What follows belongs to an exercise in optimizing a design on an open flow for small area; a production flow would make more cautious choices.
In this exercise RTL edits were held to simulation tests only and were not proved equivalent to the original.
Power is estimated from default activity; no workload was simulated.

==> flow/design.v <==
module fpu_rca #(
    parameter N = 8
) (
    input  wire [N-1:0] a,
    input  wire [N-1:0] b,
    input  wire         ci,
    output wire [N-1:0] s,
    output wire         co
);
    wire [N:0] c;
    assign c[0] = ci;
    genvar i;
    generate
        for (i = 0; i < N; i = i + 1) begin : g
            assign s[i]   = a[i] ^ b[i] ^ c[i];
            assign c[i+1] = (a[i] & b[i]) | (c[i] & (a[i] ^ b[i]));
        end
    endgenerate
    assign co = c[N];
endmodule
module fpu_rlt #(
    parameter N = 8
) (
    input  wire [N-1:0] a,
    input  wire [N-1:0] b,
    output wire         lt
);
    wire [N:0] c;
    assign c[0] = 1'b0;
    genvar i;
    generate
        for (i = 0; i < N; i = i + 1) begin : g
            assign c[i+1] = (~a[i] & b[i]) | (c[i] & (~a[i] | b[i]));
        end
    endgenerate
    assign lt = c[N];
endmodule
module cop1_fpu (
    input  wire        clk,
    input  wire        rst,
    input  wire        in_valid,
    output wire        in_ready,
    input  wire [4:0]  in_func,
    input  wire [1:0]  in_rm,
    input  wire [31:0] in_a,
    input  wire [31:0] in_b,
    output wire        out_valid,
    output wire [31:0] out_result,
    output wire [4:0]  out_flags
);
    localparam S_IDLE  = 5'd0,  S_OUT   = 5'd1,  S_ALIGN = 5'd2,  S_ADD   = 5'd3,
               S_MNORM = 5'd4,  S_MUL   = 5'd5,  S_DNORM = 5'd6,  S_DIV   = 5'd7,
               S_SNORM = 5'd8,  S_SPAR  = 5'd9,  S_SQ1   = 5'd10, S_SQ2   = 5'd11,
               S_QLD   = 5'd12, S_INEG  = 5'd13, S_FSH   = 5'd14, S_FRND  = 5'd15,
               S_NORM  = 5'd16, S_RSH   = 5'd17, S_RND   = 5'd18, S_POST  = 5'd19,
               S_PACK  = 5'd20, S_DSET  = 5'd21, S_SQF   = 5'd22, S_FBIAS = 5'd23;
    reg  [4:0]  st;
    reg         op_u;        
    reg  [1:0]  rm;
    reg  [31:0] X;
    reg  [2:0]  G;
    reg  [26:3] Y;
    reg  [25:0] Z;
    reg  [9:0]  E;
    reg  [4:0]  cnt;
    reg         sgn, effsub, tiny;
    reg  [4:0]  flg;
    wire [34:0] W = {X, G};
    assign in_ready   = (st == S_IDLE) | (st == S_OUT);
    assign out_valid  = (st == S_OUT);
    assign out_result = X;
    assign out_flags  = flg;
    wire accept = in_valid & in_ready;
    wire [4:0]  f   = in_func;
    wire        sa  = in_a[31];
    wire        sbi = in_b[31];
    wire [7:0]  ea  = in_a[30:23];
    wire [7:0]  eb  = in_b[30:23];
    wire [22:0] fa  = in_a[22:0];
    wire [22:0] fb  = in_b[22:0];
    wire        ha  = |ea;
    wire        hb  = |eb;
    wire        fa_nz = |fa;
    wire        fb_nz = |fb;
    wire        nan_a  = (&ea) & fa_nz;
    wire        nan_b  = (&eb) & fb_nz;
    wire        inf_a  = (&ea) & ~fa_nz;
    wire        inf_b  = (&eb) & ~fb_nz;
    wire        zero_a = ~ha & ~fa_nz;
    wire        zero_b = ~hb & ~fb_nz;
    wire        snan_a = nan_a & ~fa[22];
    wire        snan_b = nan_b & ~fb[22];
    wire        any_nan  = nan_a | nan_b;
    wire        any_snan = snan_a | snan_b;
    wire [7:0]  ea1 = {ea[7:1], ea[0] | ~ha};
    wire [7:0]  eb1 = {eb[7:1], eb[0] | ~hb};
    wire [23:0] ma  = {ha, fa};
    wire [23:0] mb  = {hb, fb};
    wire f_add  = (f[4:1] == 4'b0000);
    wire f_mul  = (f == 5'h02);
    wire f_div  = (f == 5'h03);
    wire f_sqrt = (f == 5'h04);
    wire f_i2f  = (f[4:1] == 4'b1000);
    wire f_f2i  = (f[4:1] == 4'b1001);
    wire mag_lt;
    fpu_rlt #(.N(31)) u_lt (.a(in_a[30:0]), .b(in_b[30:0]), .lt(mag_lt));
    wire mag_gt;
    fpu_rlt #(.N(31)) u_gt (.a(in_b[30:0]), .b(in_a[30:0]), .lt(mag_gt));
    wire mag_eq = ~mag_lt & ~mag_gt;
    wire both_zero = zero_a & zero_b;
    wire lt_total = (sa & ~sbi) |
                    (~sa & ~sbi & mag_lt) |
                    (sa & sbi & mag_gt);
    wire eq  = ((sa == sbi) & mag_eq) | both_zero;
    wire lt  = lt_total & ~both_zero;
    wire pick_b = nan_a | (~nan_b & (lt_total ^ f[0]));    
    wire sub_a  = ~ha & fa_nz;
    wire norm_a = ha & ~(&ea);
    wire [9:0] cls = {nan_a & fa[22], snan_a,
                      ~sa & inf_a, ~sa & norm_a, ~sa & sub_a, ~sa & zero_a,
                       sa & zero_a, sa & sub_a, sa & norm_a, sa & inf_a};
    wire sb_eff  = sbi ^ f[0];
    wire eff_in  = sa ^ sb_eff;
    wire sr      = sa ^ sbi;
    wire swp_in  = f_add & mag_lt;
    wire a_zero  = ~sa & zero_a;    
    localparam K_QNAN = 32'h7fc00000;
    reg        hit;
    reg [31:0] kres;      
    reg        sel_a;     
    reg        sgn_a;
    reg        sel_b;     
    reg        sel_m;     
    reg        sel_n;     
    reg [4:0]  ifl;
    always @* begin
        hit   = 1'b1;
        kres  = K_QNAN;
        sel_a = 1'b0;
        sgn_a = sa;
        sel_b = 1'b0;
        sel_m = 1'b0;
        sel_n = 1'b0;
        ifl   = 5'b0;
        if (f_add) begin
            if (any_nan)
                ifl = {any_snan, 4'b0};
            else if (inf_a & inf_b & eff_in)
                ifl = 5'b10000;
            else if (inf_a)
                kres = {sa, 8'hff, 23'h0};
            else if (inf_b)
                kres = {sb_eff, 8'hff, 23'h0};
            else begin
                hit = 1'b0; kres = 32'b0; sel_m = mag_lt; sel_n = ~mag_lt;
            end
        end else if (f_mul) begin
            if (any_nan)
                ifl = {any_snan, 4'b0};
            else if ((inf_a & zero_b) | (zero_a & inf_b))
                ifl = 5'b10000;
            else if (inf_a | inf_b)
                kres = {sr, 8'hff, 23'h0};
            else if (zero_a | zero_b)
                kres = {sr, 31'b0};
            else begin
                hit = 1'b0; kres = 32'b0;
            end
        end else if (f_div) begin
            if (any_nan)
                ifl = {any_snan, 4'b0};
            else if ((inf_a & inf_b) | both_zero)
                ifl = 5'b10000;
            else if (inf_a)
                kres = {sr, 8'hff, 23'h0};
            else if (zero_b) begin
                kres = {sr, 8'hff, 23'h0};
                ifl  = 5'b01000;
            end else if (zero_a | inf_b)
                kres = {sr, 31'b0};
            else begin
                hit = 1'b0; kres = 32'b0; sel_m = 1'b1;
            end
        end else if (f_sqrt) begin
            if (nan_a)
                ifl = {snan_a, 4'b0};
            else if (zero_a | (~sa & inf_a)) begin
                kres = 32'b0; sel_a = 1'b1;
            end else if (sa)
                ifl = 5'b10000;
            else begin
                hit = 1'b0; kres = 32'b0;
            end
        end else if (f_i2f) begin
            kres  = 32'b0;
            hit   = a_zero & ~fa_nz & ~(|in_a[30:23]);
            sel_a = 1'b1;
        end else if (f_f2i) begin
            kres = 32'b0;
            if (nan_a)
                ifl = 5'b10000;
            else if (!f[0]) begin
                if (ea >= 8'd158) begin
                    if (sa && ea == 8'd158 && !fa_nz)
                        kres = 32'h80000000;
                    else begin
                        kres = sa ? 32'h80000000 : 32'h7fffffff;
                        ifl  = 5'b10000;
                    end
                end else begin
                    hit = 1'b0; sel_m = 1'b1;
                end
            end else begin
                if (ea >= 8'd159) begin
                    kres = sa ? 32'h0 : 32'hffffffff;
                    ifl  = 5'b10000;
                end else if (sa) begin
                    if (zero_a)
                        ifl = 5'b0;
                    else if (ea >= 8'd127)
                        ifl = 5'b10000;
                    else case (in_rm)
                        2'd0:    ifl = (ea == 8'd126 && fa_nz) ? 5'b10000 : 5'b00001;
                        2'd2:    ifl = 5'b10000;
                        default: ifl = 5'b00001;
                    endcase
                end else begin
                    hit = 1'b0; sel_m = 1'b1;
                end
            end
        end else begin
            kres = 32'b0;
            case (f)
                5'h05, 5'h06: begin
                    if (nan_a & nan_b) kres = K_QNAN;
                    else begin sel_a = ~pick_b; sel_b = pick_b; end
                    ifl = {any_snan, 4'b0};
                end
                5'h08: begin sel_a = 1'b1; sgn_a = 1'b0; end
                5'h09: begin sel_a = 1'b1; sgn_a = ~sa; end
                5'h18: begin kres = {31'b0, ~any_nan & eq};        ifl = {any_snan, 4'b0}; end
                5'h19: begin kres = {31'b0, ~any_nan & lt};        ifl = {any_nan, 4'b0};  end
                5'h1a: begin kres = {31'b0, ~any_nan & (lt | eq)}; ifl = {any_nan, 4'b0};  end
                5'h1b: begin kres = {31'b0, any_nan};              ifl = {any_snan, 4'b0}; end
                5'h1c: kres = {22'b0, cls};
                default: ;
            endcase
        end
    end
    wire [31:0] ldbus = kres
                      | ({32{sel_a}} & {sgn_a, in_a[30:0]})
                      | ({32{sel_b}} & in_b)
                      | ({32{sel_m}} & {8'b0, ma})
                      | ({32{sel_n}} & {8'b0, mb});
    wire [9:0] pa = {2'b0, ea1} ^ {10{swp_in}};
    wire [9:0] pb = (f_add | f_div) ? ({2'b0, eb1} ^ {10{~swp_in}}) :
                    f_mul ? {2'b0, eb1} : 10'b0;
    wire [9:0] s1;
    wire       s1c;
    fpu_rca #(.N(10)) u_e1 (.a(pa), .b(pb), .ci(f_add | f_div), .s(s1), .co(s1c));
    wire [9:0]  e_init   = f_add ? {2'b0, swp_in ? eb1 : ea1} : f_i2f ? 10'd150 : s1;
    wire        d_big    = (|s1[9:5]) | (s1[4] & s1[3] & (s1[2] | (s1[1] & s1[0])));
    wire [4:0]  cnt_init = (f_add & ~d_big) ? s1[4:0] : 5'd26;
    wire [26:3] y_init   = (f_sqrt | (f_add & ~mag_lt)) ? ma : mb;
    wire [23:0] ma_rev;
    genvar gi;
    generate
        for (gi = 0; gi < 24; gi = gi + 1) begin : g_rev
            assign ma_rev[gi] = ma[23 - gi];
        end
    endgenerate
    wire [25:0] z_init   = {ma_rev & {24{f_mul}}, 2'b0};
    wire        s_init   = f_add ? (swp_in ? sb_eff : sa) :
                           (f_mul | f_div) ? sr :
                           f_i2f ? (~f[0] & sa) :
                           f_sqrt ? 1'b0 : sa;
    reg  [4:0] st_init;
    always @* begin
        if (hit)         st_init = S_OUT;
        else if (f_add)  st_init = S_ALIGN;
        else if (f_mul)  st_init = S_MNORM;
        else if (f_div)  st_init = S_DNORM;
        else if (f_sqrt) st_init = S_SNORM;
        else if (f_i2f)  st_init = S_INEG;
        else             st_init = S_FBIAS;
    end
    wire r_g   = G[2];
    wire r_st  = G[1] | G[0];
    wire r_nx  = r_g | r_st;
    reg  r_up;
    always @* begin
        case (rm)
            2'd0:    r_up = r_g & (r_st | X[0]);
            2'd1:    r_up = 1'b0;
            2'd2:    r_up = sgn & r_nx;
            default: r_up = ~sgn & r_nx;
        endcase
    end
    wire sq_y   = Y[26];
    wire w_neg  = X[31];
    wire x_hi   = |X[31:24];
    wire w_zero = ~(|W);
    wire z_zero = ~(|Z);
    wire cnt_z  = ~(|cnt);
    wire e_neg  = E[9];
    wire e_zero = ~(|E);
    wire e_le0  = e_neg | e_zero;
    wire e_gt1  = ~e_neg & (|E[9:1]);
    wire e_ovf  = ~e_neg & (E[8] | (&E[7:0]));
    wire carry0 = (&X[23:0]) & r_up;
    wire to_inf = (rm == 2'd0) | ((rm == 2'd2) & sgn) | ((rm == 2'd3) & ~sgn);
    reg         inva, invb, cin;
    reg         b_y, b_z, b_r;
    reg         zlsb;
    reg         rbit;
    wire [34:0] bsrc = ({35{b_y}} & {8'b0, Y, 3'b0})
                     | ({35{b_z}} & {8'b0, Z, zlsb})
                     | {31'b0, b_r & rbit, 3'b0};
    wire [34:0] sum;
    wire        cout;
    fpu_rca #(.N(35)) u_add (.a(W ^ {35{inva}}), .b(bsrc ^ {35{invb}}), .ci(cin), .s(sum), .co(cout));
    reg [1:0]  shm;         
    reg        sin;
    reg        xwe, pk, qld;
    reg        yshl, zshl;
    reg        einc, edec, ek150, ek127, ehalf;
    reg        c25, c26, cdec;
    reg [4:0]  nst;
    always @* begin
        inva = 1'b0; invb = 1'b0; cin = 1'b0;
        b_y = 1'b0; b_z = 1'b0; b_r = 1'b0; rbit = r_up; zlsb = 1'b1;
        shm = 2'd0; sin = 1'b0;
        xwe = 1'b0; pk = 1'b0; qld = 1'b0;
        yshl = 1'b0; zshl = 1'b0;
        einc = 1'b0; edec = 1'b0; ek150 = 1'b0; ek127 = 1'b0; ehalf = 1'b0;
        c25 = 1'b0; c26 = 1'b0; cdec = 1'b0;
        nst = st;
        case (st)
            S_ALIGN: begin
                if (!cnt_z) begin
                    xwe  = 1'b1; shm = 2'd2;
                    cdec = 1'b1;
                end else
                    nst = S_ADD;
            end
            S_ADD: begin
                b_y = 1'b1;
                inva = effsub; cin = effsub;
                xwe = 1'b1;
                nst = S_NORM;
            end
            S_MNORM: begin
                if (!Y[26]) begin yshl = 1'b1; edec = 1'b1; end
                else nst = S_MUL;
            end
            S_MUL: begin
                if (z_zero) begin
                    ek150 = 1'b1; nst = S_NORM;
                end else begin
                    b_y = Z[25]; shm = 2'd2; xwe = 1'b1;
                    zshl = 1'b1; einc = 1'b1;
                end
            end
            S_DNORM: begin
                if (!X[23] || !Y[26]) begin
                    xwe  = ~X[23]; shm = {1'b0, ~X[23]};
                    yshl = ~Y[26];
                    einc = X[23] & ~Y[26];
                    edec = ~X[23] & Y[26];
                end else begin
                    ek127 = 1'b1; c25 = 1'b1;
                    nst = S_DIV;
                end
            end
            S_DIV: begin
                b_y = 1'b1; invb = ~w_neg; cin = ~w_neg;
                shm = 2'd1; xwe = 1'b1;
                zshl = 1'b1; cdec = 1'b1;
                if (cnt_z) nst = S_QLD;
            end
            S_SNORM: begin
                if (!Y[26]) begin yshl = 1'b1; edec = 1'b1; end
                else begin ek127 = 1'b1; nst = S_SPAR; end
            end
            S_SPAR: begin
                ehalf = 1'b1; c25 = 1'b1;
                nst = E[0] ? S_SQ1 : S_SQ2;
            end
            S_SQ1: begin
                shm = 2'd1; sin = sq_y; xwe = 1'b1; yshl = 1'b1;
                nst = S_SQ2;
            end
            S_SQ2: begin
                b_z = 1'b1; zlsb = w_neg | ~sq_y;
                invb = ~w_neg; cin = ~w_neg | sq_y;
                shm = 2'd1; sin = ~sq_y; xwe = 1'b1;
                yshl = 1'b1; zshl = 1'b1; cdec = 1'b1;
                nst = cnt_z ? S_SQF : S_SQ1;
            end
            S_SQF: begin
                b_z = w_neg; xwe = 1'b1;
                nst = S_QLD;
            end
            S_QLD: begin
                qld = 1'b1; nst = S_NORM;
            end
            S_INEG: begin
                inva = sgn; cin = sgn; xwe = 1'b1;
                nst = S_NORM;
            end
            S_FBIAS: begin
                ek150 = 1'b1; nst = S_FSH;
            end
            S_FSH: begin
                if (!e_le0) begin
                    shm = 2'd1; xwe = 1'b1; edec = 1'b1;
                end else if (e_neg && !cnt_z) begin
                    shm = 2'd2; xwe = 1'b1; einc = 1'b1; cdec = 1'b1;
                end else
                    nst = S_FRND;
            end
            S_FRND: begin
                inva = sgn & ~op_u;
                b_r = 1'b1; rbit = r_up ^ (sgn & ~op_u);
                xwe = 1'b1;
                nst = S_OUT;
            end
            S_NORM: begin
                if (w_zero)
                    nst = S_PACK;
                else if (x_hi) begin
                    shm = 2'd2; xwe = 1'b1; einc = 1'b1;
                end else if (!X[23] && (e_gt1 || X[22])) begin
                    shm = 2'd1; xwe = 1'b1; edec = 1'b1;
                end else if (e_le0) begin
                    c26 = 1'b1; nst = S_RSH;
                end else
                    nst = S_RND;
            end
            S_RSH: begin
                if (e_le0 && !cnt_z) begin
                    shm = 2'd2; xwe = 1'b1; einc = 1'b1; cdec = 1'b1;
                end else
                    nst = S_RND;
            end
            S_RND: begin
                b_r = 1'b1; xwe = 1'b1;
                nst = S_POST;
            end
            S_POST: begin
                if (X[24]) begin shm = 2'd2; xwe = 1'b1; einc = 1'b1; end
                nst = S_PACK;
            end
            S_PACK: begin
                pk = 1'b1; nst = S_OUT;
            end
            default: nst = S_IDLE;
        endcase
    end
    wire x_l = xwe & (shm == 2'd1);
    wire x_r = xwe & (shm == 2'd2);
    wire x_n = xwe & (shm == 2'd0);
    wire [34:0] w_next = ({35{accept}} & {ldbus, 3'b0})
                       | ({35{pk}}     & {packbus, G})
                       | ({35{qld}}    & {8'b0, Z, ~(tiny | w_zero)})
                       | ({35{x_l}}    & {sum[33:0], sin})
                       | ({35{x_r}}    & {1'b0, sum[34:2], sum[1] | sum[0]})
                       | ({35{x_n}}    & sum);
    wire w_en = accept | pk | qld | xwe;
    wire [31:0] packbus = {sgn,
                           e_ovf ? {7'h7f, to_inf} : (E[7:0] & {8{X[23]}}),
                           e_ovf ? {23{~to_inf}} : X[22:0]};
    wire [9:0] e_k = ek150 ? 10'h36a : ek127 ? 10'd127 : {{9{edec}}, einc | edec};
    wire [9:0] e_step;
    wire       e_stc;
    fpu_rca #(.N(10)) u_einc (.a(E), .b(e_k), .ci(1'b0), .s(e_step), .co(e_stc));
    wire [4:0] cnt_dec;
    wire       cnt_c;
    fpu_rca #(.N(5)) u_cdec (.a(cnt), .b(5'b11111), .ci(1'b0), .s(cnt_dec), .co(cnt_c));
    always @(posedge clk) begin
        if (rst) begin
            st <= S_IDLE;
        end else if (st == S_IDLE || st == S_OUT) begin
            st <= accept ? st_init : S_IDLE;
        end else begin
            st <= nst;
        end
        if (w_en) {X, G} <= w_next;
        if (accept) begin
            op_u   <= f[0];
            rm     <= in_rm;
            Y      <= y_init;
            Z      <= z_init;
            E      <= e_init;
            cnt    <= cnt_init;
            sgn    <= s_init;
            effsub <= eff_in;
            tiny   <= 1'b0;
            flg    <= hit ? ifl : 5'b0;
        end else begin
            if (yshl)      Y <= {Y[25:3], 1'b0};
            if (zshl)      Z <= {Z[24:0], ~sum[34] & (st != S_MUL)};
            if (ehalf)     E <= {E[9], E[9:1]};
            else           E <= e_step;
            if (c25)       cnt <= 5'd25;
            else if (c26)  cnt <= 5'd26;
            else if (cdec) cnt <= cnt_dec;
            if (st == S_DIV)  tiny <= tiny | w_zero;
            if (st == S_NORM) begin
                tiny <= e_le0 & ~(e_zero & carry0);
                if (w_zero & effsub) sgn <= (rm == 2'd2);
            end
            if (st == S_FRND) flg <= {4'b0, r_nx};
            if (st == S_RND)  flg <= {3'b0, tiny & r_nx, r_nx};
            if (pk & e_ovf)   flg <= 5'b00101;
        end
    end
endmodule
==> flow/flow/run.sh <==
#!/bin/bash
# The standard layout, with the port buffers made of the smallest buffer cell
# (every input and output port still gets its own buffer).
set -euo pipefail
export BUFFER_PORTS_ARGS="-buffer_cell sky130_fd_sc_hd__buf_1"
bash standard.sh > standard_flow.log 2>&1
==> flow/standard.sh <==
#!/bin/bash
# synth_recipe.tcl (not shown) runs the flow's synth.tcl, then flattens the netlist and writes it again
# the make line also repeats each setting of config.mk as NAME=value (left out here)
make -C /OpenROAD-flow-scripts/flow DESIGN_CONFIG=/design/flow/config.mk WORK_HOME=/design/flow/orfs CLKGATE_MAP_FILE= SYNTH_SCRIPT=/design/flow/synth_recipe.tcl "${@:-finish}"
==> flow/config.mk <==
export PLATFORM = sky130hd
export DESIGN_NAME = cop1_fpu
export DESIGN_NICKNAME = cop1_fpu
export VERILOG_FILES = /design/flow/design.v
export SDC_FILE = /design/flow/constraint.sdc
export NUM_CORES = 4
export LEC_CHECK = 0
export CAP_MARGIN = 20
export CORE_MARGIN = 2
export CORE_UTILIZATION = 60
export CTS_BUF_LIST = sky130_fd_sc_hd__clkbuf_8
export SLEW_MARGIN = 20
==> flow/constraint.sdc <==
create_clock -name core_clock -period 22.0 [get_ports {clk}]
set_input_delay 4.4000 -clock core_clock [delete_from_list [all_inputs] [get_ports {clk}]]
set_output_delay 4.4000 -clock core_clock [all_outputs]
set_load 0.01 [all_outputs]
==> notes.md, run 1 <==
Outcome:
- The run finished with no timing, DRC or antenna violations.

Yosys:
- By count the netlist is led by nand2_1, nor2_1, o21ai_0, edfxtp_1, xnor2_1.
- The share of Yosys cell area claimed by the top area cell type is 0.257.
- The register bit count reported by yosys is 116.
- The mapped netlist covers 0.0116 sq mm.
- In this run, synthesis inferred 99 flip-flops with an integrated enable.
- The share of synthesized flip-flops with an asynchronous set or reset is 0.
- For this run, the register share of the synthesized area comes to 0.287.
- The library cell occupying the most area in the post-synthesis netlist is edfxtp_1.
- Synthesis produced 1355 cells.
- The count of synthesis-stage warnings from yosys is 1.
- Synthesis produced a netlist with a net count of 1489.
- The count of cell types in the netlist is 89.
- By area the synthesized netlist is led by edfxtp_1, fa_1, xnor2_1, a221o_1, nand2_1.
- The average footprint of a synthesized cell is 8.53 sq um.
- Yosys instantiated no cell more often than nand2_1.
- The primary flip-flop cell chosen by synthesis mapping is edfxtp_1.

Placement:
- The worst setup timing slack at the placement stage is 4.97 ns.
- The estimated wirelength of the detail-placed design is 33.8 mm.
- The congestion estimate from routability-driven global placement came to 1.06.
- Buffers placed on the I/O ports in this run total 112.

Clock network:
- Hold repair after CTS inserted 0 buffers.
- The cell sitting at the root of the clock tree is a clkbuf_8.
- The clock tree synthesis step divided the H-tree into 4 levels.
- The number of gates given a new drive strength after cts is 0.
- Buffers added to address setup during post-CTS repair amount to 0.
- The number of clock buffers added by TritonCTS is 17.
- After clock tree synthesis, the clock-pin slew on the worst setup and hold paths is 0.08 ns.
- The maximum clock insertion buffer count is 2.
- The clock latency of the later-clocked register in the worst-skew pair is 0.47 ns.
- TritonCTS built the clock tree.
- The total clock sinks is 116.

Power:
- The internal power of the cells totals 0.770 mW.
- The worst-case IR drop observed on VDD is 79.1 uV.
- Of the total power, the clock network draws 0.128.
- The sequential fraction of design power is 0.359.
- Power spread over the standard cell area amounts to 121 mW/mm^2.
- Of the total power, combinational logic draws 0.513.
- The proportion of total power due to net switching is 0.496.
- The switching power is 0.757 mW.
- In this run the static leakage power is 4.60 nW.

Critical path:
- The endpoint of the worst-slack reg-to-reg timing path is X[30].
- For flop-to-flop paths, the worst setup slack is 4.67 ns.
- The timing startpoint of the critical path is st[0].
- In this run the worst path has a maximum fanout of 35.
- By instance count, the cell type seen most on the critical path is fa_1.
- In this run the critical register-to-register path is launched from st[0].
- The critical path data arrival time is 17.54 ns.
- Measured in cells, the most critical reg-to-reg path has a length of 47.
- The sort of element at the start of the critical path is a register.
- The critical path ends at X[30].
- The critical path is of the reg -> reg type.
- Data on the critical path is required at its endpoint by 22.21 ns.
- The kind of capture point of the worst setup path is a register.
- The largest stage delay on the critical path is 0.87 ns.
- The standard cell with the maximum stage delay on the critical path is dfxtp_1.

Floorplanning:
- The starting utilization of the core area is 0.614.
- The width of the chip is 143 um.
- The die covers 0.0204 sq mm.
- 113 I/O pins were placed.
- The core outline area is 0.0188 sq mm.
- In this run the vertical extent of the chip is 143 um.
- Row generation in the floorplan step produced 50 rows.

Timing:
- The final-report setup violation count is 0.
- The count of final hold-check violations is 0.
- The final worst-path setup slack is 4.67 ns.
- In the final timing run, aggregate negative setup slack is 0 ns.
- Setup repair after global routing left no endpoint under its margin.
- The number of max-slew violations in the final report is 0.
- At the pin with the least slew margin, the transition time is 1.11 ns.
- After layout, the minimum clock period comes to 17.33 ns.
- For this run, the top clock speed supported by timing is 57.7 MHz.
- The remaining max-slew budget at the tightest pin is 0.251.
- The final cycle utilization of the critical path is 0.788.
- The final setup skew is 0.0193 ns.

Routing:
- Detailed routing inserted a total of 12400 vias.
- For this block, the initial DRC count from the detailed router was 2173.
- The count of nets left with antenna violations once routing finished came out at 0.
- In the final routed layout, each cell accounts on average for 27.1 um.
- Dividing the detail-routed via count by the number of cells gives 7.33.
- After detailed routing, the total wire length is 46.0 mm.
- The pre-antenna-repair detailed-routing pass consisted of 7 iterations.
- In the routed design, unresolved DRC markers number 0.

Final layout:
- The area growth from synthesis to final layout is 8.73%.
- The fraction of final layout cells with drive strength greater than 1 is 0.0647.
- The repair_antennas step left the layout with diodes totalling 0.
- After the last flow step, the layout net total stands at 1559.

Global routing:
- The number of antenna violations at the first check in global routing was 1.
- The total overflow left after global routing is 0.
- The via count of the first global-routing pass is 11300.
- The layer with the highest usage is met1.
- The met2 track demand over resource is 0.625.
- For met1 alone, demand over resource in global routing was 0.646.
- For this run, global-route usage on met3 was measured as 0.161.
- In the global route stage, overall resource usage came out at 0.450.
- Entering global routing, the biggest net connects 67 pins.
- The first global-routing pass estimated 68.3 mm of wire.

Run:
- Across the run, the number of max-cap violations was 0.

Min path:
- In this run the worst hold path is classified as reg -> reg.
[placed cells by master, fill, tap and decap left out, types with 25 or more instances in the layout]
| master | n |
|---|---|
| a21oi_1 | 62 |
| a221o_1 | 66 |
| a22o_1 | 26 |
| a22oi_1 | 27 |
| buf_1 | 112 |
| edfxtp_1 | 99 |
| fa_1 | 50 |
| inv_1 | 70 |
| nand2_1 | 152 |
| nand3_1 | 41 |
| nand4_1 | 36 |
| nor2_1 | 109 |
| nor3_1 | 25 |
| nor4_1 | 34 |
| o21ai_0 | 105 |
| xnor2_1 | 80 |
[registers in the layout (all words and copies together), names as in the netlist]
| signal | count |
|---|---|
| E | 10 |
| sgn | 1 |
| flg | 5 |
| cnt | 5 |
| tiny | 1 |
| st | 5 |
| rm | 2 |
| Z | 26 |
| G | 3 |
| Y | 24 |
| X | 32 |
| op_u | 1 |
| effsub | 1 |
[worst min path at each step]
stage                     from    to  slack, ns  cells after the start
after floorplan           Z[0]  Z[0]       0.47                      2
after global placement    E[8]  E[7]       0.54                      1
after detailed placement  E[8]  E[7]       0.54                      1
after CTS                 E[8]  E[7]       0.56                      1
after global routing      E[8]  E[7]       0.58                      1
final                     E[8]  E[7]       0.56                      1
[metrics by stage]
step	hold slack, ns	instance area (sq um)	util	power (mW)	instances
after global routing	0.576	12600	0.667	1.58	1698
after floorplan	0.466	11600	-	0.989	1355
after CTS	0.555	12500	0.666	1.48	1697
final	0.560	12600	0.667	1.53	1698
after detailed placement	0.537	12200	0.646	1.28	1665
after global placement	0.543	12200	0.646	1.27	1665
[kinds of logic (layout without fill, tap and decap cells)]
family | count (synthesis) | after routing | synth area share
AND/OR/NAND/NOR | 495 | 495 | 0.211
XOR/XNOR | 88 | 88 | 0.0674
adder cells (fa/ha/maj) | 64 | 64 | 0.101
flip-flops | 116 | 116 | 0.287
AO/OA/AOI/OAI | 411 | 411 | 0.260
buffers and inverters | 160 | 243 | 0.0560
multiplexers | 21 | 21 | 0.0182
[power by group through the flow]
| stage | clock, mW | sequential [mW] | combinational, mW |
|---|---|---|---|
| after detailed placement | 0 | 0.537 | 0.742 |
| after floorplan | 0 | 0.483 | 0.506 |
| after global routing | 0.201 | 0.550 | 0.833 |
| after CTS | 0.194 | 0.533 | 0.749 |
| after global placement | 0 | 0.539 | 0.732 |
| final | 0.196 | 0.547 | 0.783 |
[metal layers]
metal / wire length (um) / part of all wire
met2: 18800 / 0.41
met5: 0 / 0
met1: 17400 / 0.38
met4: 2020 / 0.044
met3: 7840 / 0.17
[final cells by class]
type / instances / area, sq um
clock inverters: 15 / 131
inverters: 75 / 282
fillers: 1695 / 6270
flip-flops and latches: 116 / 3310
repair buffers: 136 / 621
well taps: 260 / 325
multi-input cells: 1079 / 7660
clock buffers: 17 / 234
[critical path, delay by kind of cell, from the launching register on]
family | cells | cell delay [ns]
adders and majority gates | 34 | 13.13
and+or+nand+nor | 3 | 1.07
AOI/OAI and AO/OA | 3 | 0.93
DFF | 1 | 0.87
buffers and inverters | 4 | 0.54
xor gates and xnor gates | 3 | 0.52
==> inputs of run 2 (changes only) <==
--- a/flow/config.mk
+++ b/flow/config.mk
@@ -8,5 +8,5 @@
 export CAP_MARGIN = 20
 export CORE_MARGIN = 2
-export CORE_UTILIZATION = 60
+export CORE_UTILIZATION = 70
 export CTS_BUF_LIST = sky130_fd_sc_hd__clkbuf_8
 export SLEW_MARGIN = 20
==> run 2 against run 1 <==
  * Worst setup slack gained 0.022 ns
  * Clock-buffer cell count unchanged
  * Non-clock buffer count fell by 3
  * Critical endpoint unchanged
  * Via count increased by 5.5%
  * Synthesized area unchanged
  * Die area down 14%
  * Largest cell class unchanged
  * Largest power group unchanged
  * Clock skew grew 0.0019 ns
  * Register-to-register slack improved by 0.02 ns
  * Still clean on timing, DRC and antenna
  * Sequential power is essentially flat
  * Sequential share of layout area up 0.053 points
==> notes.md, run 2 <==
Outcome:
- Result of the run: complete, no violations (unchanged).

Routing:
- The vias per cell is 7.96 (was 7.33).
- The final routed DRC violation total is 0 (unchanged).
- The count of routing violations after the opening detailed-route iteration is 3004 (was 2173).
- The number of antenna-violating nets in the routed design is 0 (unchanged).
- The number of vias in the routed layout came to 13100 (was 12400).
- The total routed wirelength is 46.3 mm (was 46.0 mm).
- The routed wire length per instance is 28.0 um (was 27.1 um).
- The first-pass detailed-route iteration total came to 21 (was 7).

Final layout:
- The fill cell instance count of the final layout is 1148 (was 1695).
- The total non-filler cell area in the finished layout is 0.0125 sq mm (was 0.0126 sq mm).
- The number of flip-flops in the largest register is 32 (unchanged).
- The area growth from synthesis to final layout came to 8.51% (was 8.73%).
- The net count of the finished layout is 1556 (was 1559).
- The fraction of final layout cells with drive strength greater than 1 is 0.0628 (was 0.0647).
- Top library cells by usage in the layout, fill and taps aside: nand2_1, buf_1, nor2_1, o21ai_0, edfxtp_1 (unchanged).
- The leading cell type in the layout, fill and taps excluded was nand2_1 (unchanged).

Critical path:
- The cell type with the highest occurrence count on the critical path is fa_1 (unchanged).
- The kind of capture point of the worst setup path is a register (unchanged).
- The critical path data arrival time was 17.54 ns (about the same).
- The family with the most delay on the worst path was adder cells (unchanged).
- The critical path data required time is 22.22 ns (was 22.21 ns).
- The maximum fanout along the worst path is 35 (unchanged).
- The critical setup path kind was reg -> reg (unchanged).
- The worst-case register-to-register setup slack came to 4.69 ns (was 4.67 ns).
- The largest stage delay on the critical path is 0.77 ns (was 0.87 ns).
- The sort of element at the start of the critical path is a register (unchanged).
- The number of buffer and inverter stages on the critical path is 4 (unchanged).
- The standard cell with the maximum stage delay on the critical path is nor4b_1 (was dfxtp_1).

Yosys:
- The average footprint of a synthesized cell is 8.53 sq um (unchanged).
- Top post-synthesis cells by area: edfxtp_1, fa_1, xnor2_1, a221o_1, nand2_1 (unchanged).
- The post-synthesis instance area is 0.0116 sq mm (unchanged).
- The most frequently used cell type in the post-synthesis netlist is nand2_1 (unchanged).
- The share of Yosys cell area claimed by the top area cell type was 0.257 (unchanged).
- The library cell occupying the most area in the post-synthesis netlist is edfxtp_1 (unchanged).
- Top post-synthesis cells by count: nand2_1, nor2_1, o21ai_0, edfxtp_1, xnor2_1 (unchanged).
- The proportion of synthesized chip area in sequential cells is 0.287 (unchanged).
- The primary flip-flop cell chosen by synthesis mapping was edfxtp_1 (unchanged).
- The number of enable-type register cells in the synthesized netlist is 99 (unchanged).
- The net count of the mapped netlist is 1489 (unchanged).
- The count of synthesis-stage warnings from yosys is 1 (unchanged).
- The register bit count reported by yosys is 116 (unchanged).
- The post-synthesis cell count is 1355 (unchanged).
- The count of cell types in the netlist is 89 (unchanged).
- The share of synthesized flip-flops with an asynchronous set or reset is 0 (unchanged).

Clock network:
- The total clock sinks came to 116 (unchanged).
- The number of hold-repair buffers added at the cts stage came to 0 (unchanged).
- The clock input transition at the sequential cells of the worst setup and hold paths is 0.09 ns (was 0.08 ns).
- The clock latency of the later-clocked register in the worst-skew pair is 0.49 ns (was 0.47 ns).
- The count of H-tree levels built during CTS came to 4 (unchanged).
- The maximum clock insertion buffer count is 2 (unchanged).
- The number of buffers created by CTS was 17 (unchanged).
- The post-CTS setup repair buffer count is 0 (unchanged).
- The number of gates given a new drive strength after cts came to 0 (unchanged).
- The TritonCTS clock tree is done (unchanged).
- The buffer cell driving the clock tree root is clkbuf_8 (unchanged).

Power:
- The leakage component of the power came to 4.60 nW (about the same).
- The power density of the placed cells is 125 mW/mm^2 (was 121 mW/mm^2).
- The final total power is 1.57 mW (was 1.53 mW).
- The maximum vdd ir drop was 92.8 uV (was 79.1 uV).

Global routing:
- The global-route wire length before repair is 70.4 mm (was 68.3 mm).
- The number of antenna violations at the first check in global routing is 0 (was 1).
- The global routing usage summed across all routing layers is 0.522 (was 0.450).
- The maximum number of pins on one net before global-route repair was 67 (unchanged).
- The total congestion overflow is 0 (unchanged).
- The via count of the first global-routing pass is 12200 (was 11300).

Timing:
- The number of max-slew violations in the final report is 0 (unchanged).
- The sum of negative setup slack is 0 ns (unchanged).
- The count of final hold-check violations came to 0 (unchanged).
- The remaining max-slew budget at the tightest pin is 0.221 (was 0.251).
- Unrepaired setup endpoints after global routing: no (unchanged).
- The final setup skew is 0.0212 ns (was 0.0193 ns).
- The final cycle utilization of the critical path was 0.787 (was 0.788).
- The final-report setup violation count is 0 (unchanged).
- The time the final worst path needs with I/O delays and setup was 17.31 ns (was 17.33 ns).
- The highest clock rate is 57.8 MHz (was 57.7 MHz).
- The transition time at the pin with the least slew margin is 1.17 ns (was 1.11 ns).

Min path:
- The class of the worst hold path was reg -> reg (unchanged).

Placement:
- The cell area after placement is 0.0121 sq mm (was 0.0122 sq mm).
- The routability congestion estimate is 1.04 (was 1.06).
- The number of input and output port buffers inserted came to 112 (unchanged).
- The estimated wirelength of the detail-placed design came to 32.9 mm (was 33.8 mm).

Floorplanning:
- The width of the chip is 132 um (was 143 um).
- The core outline area is 0.0160 sq mm (was 0.0188 sq mm).
- The I/O pin total came to 113 (unchanged).
- The floorplan die height is 132 um (was 143 um).
- The cell row count came to 46 (was 50).
- The starting utilization of the core area is 0.722 (was 0.614).
- The die area was 0.0176 sq mm (was 0.0204 sq mm).

Run:
- The count of maximum capacitance violations was 0 (unchanged).
==> run 2: cell counts after synthesis <==
Identical to the previous run, type by type.
==> run 2: worst paths after layout <==
kind,startpoint,endpoint,cells past startpoint
setup reg to reg,st[2],X[30],47
hold reg to reg,Y[11],Y[12],2
hold / removal,Y[11],Y[12],2
setup / recovery,st[2],X[30],47
==> run 2: cell type report <==
cell class / instances / area (sq um) / share of cell area
Clock buffer: 17 / 234 / 0.0187
Clock inverter: 14 / 186 / 0.0149
Inverter: 75 / 282 / 0.0225
Multi-Input combinational cell: 1079 / 7670 / 0.612
Antenna cell: 1 / 2.50 / 0.000200
Timing Repair Buffer: 133 / 578 / 0.0461
Sequential cell: 116 / 3310 / 0.264
Tap cell: 216 / 270 / 0.0216
==> run 2: routing by layer <==
metal | up-vias | wire, um | track usage
met5 | - | 133 | 0.0222
met4 | 8 | 3250 | 0.222
met3 | 433 | 9300 | 0.264
met2 | 1576 | 18600 | 0.752
met1 | 5865 | 15000 | 0.661
li1 | 5253 | - | -
==> run 2: tightest hold or removal path, delay by kind of cell (launching register included) <==
family             cells  cell delay (ns)
and+or+nand+nor        1             0.05
DFF                    1             0.36
AOI/OAI and AO/OA      1             0.06
==> run 2: stage by stage <==
stage | util | std cells | setup WS [ns] | hold WS, ns
floorplan | - | 1355 | 6.04 | 0.466
global placement | 0.757 | 1619 | 5.43 | 0.535
detailed placement | 0.757 | 1619 | 4.99 | 0.555
CTS | 0.783 | 1650 | 4.95 | 0.575
global route | 0.783 | 1650 | 4.29 | 0.601
finish | 0.784 | 1651 | 4.69 | 0.575
==> run 2: logic make-up after synthesis <==
group,count (synthesis),synth area share
AND/OR/NAND/NOR,495,0.211
multiplexers,21,0.0182
adder cells (fa/ha/maj),64,0.101
AO/OA/AOI/OAI,411,0.260
buffers and inverters,160,0.0560
flip-flops,116,0.287
XOR/XNOR,88,0.0674
==> run 2: power breakdown <==
group          switching, mW  internal (mW)  total, mW
sequential             0.154          0.393      0.546
clock                  0.104          0.122      0.226
combinational          0.509          0.289      0.798

afterwards: timing with drivers on the ports:
The results above use ideal ports. As a check the final layouts listed here were re-extracted and re-timed, cells and wires unchanged.
Step 1 (the two cells are an assumption about what drives the block):
set clk [get_ports {clk}]
set_driving_cell -lib_cell sky130_fd_sc_hd__clkbuf_16 $clk
set_driving_cell -lib_cell sky130_fd_sc_hd__buf_2 [delete_from_list [all_inputs] $clk]
Step 2 also shifts input and output timing later by t, the mid clock arrival at the registers, as if the neighbouring blocks saw the same clock.
Three values: ideal ports, drivers, drivers and shift; two values: the first two.
run	t, ns	setup WS [ns]	clock arrival spread, ns
run 1	0.512	4.666 / 4.666 / 4.666	0.019 / 0.019
run 2	0.522	4.688 / 4.688 / 4.688	0.021 / 0.021
After both steps setup and hold are still met in every run listed.
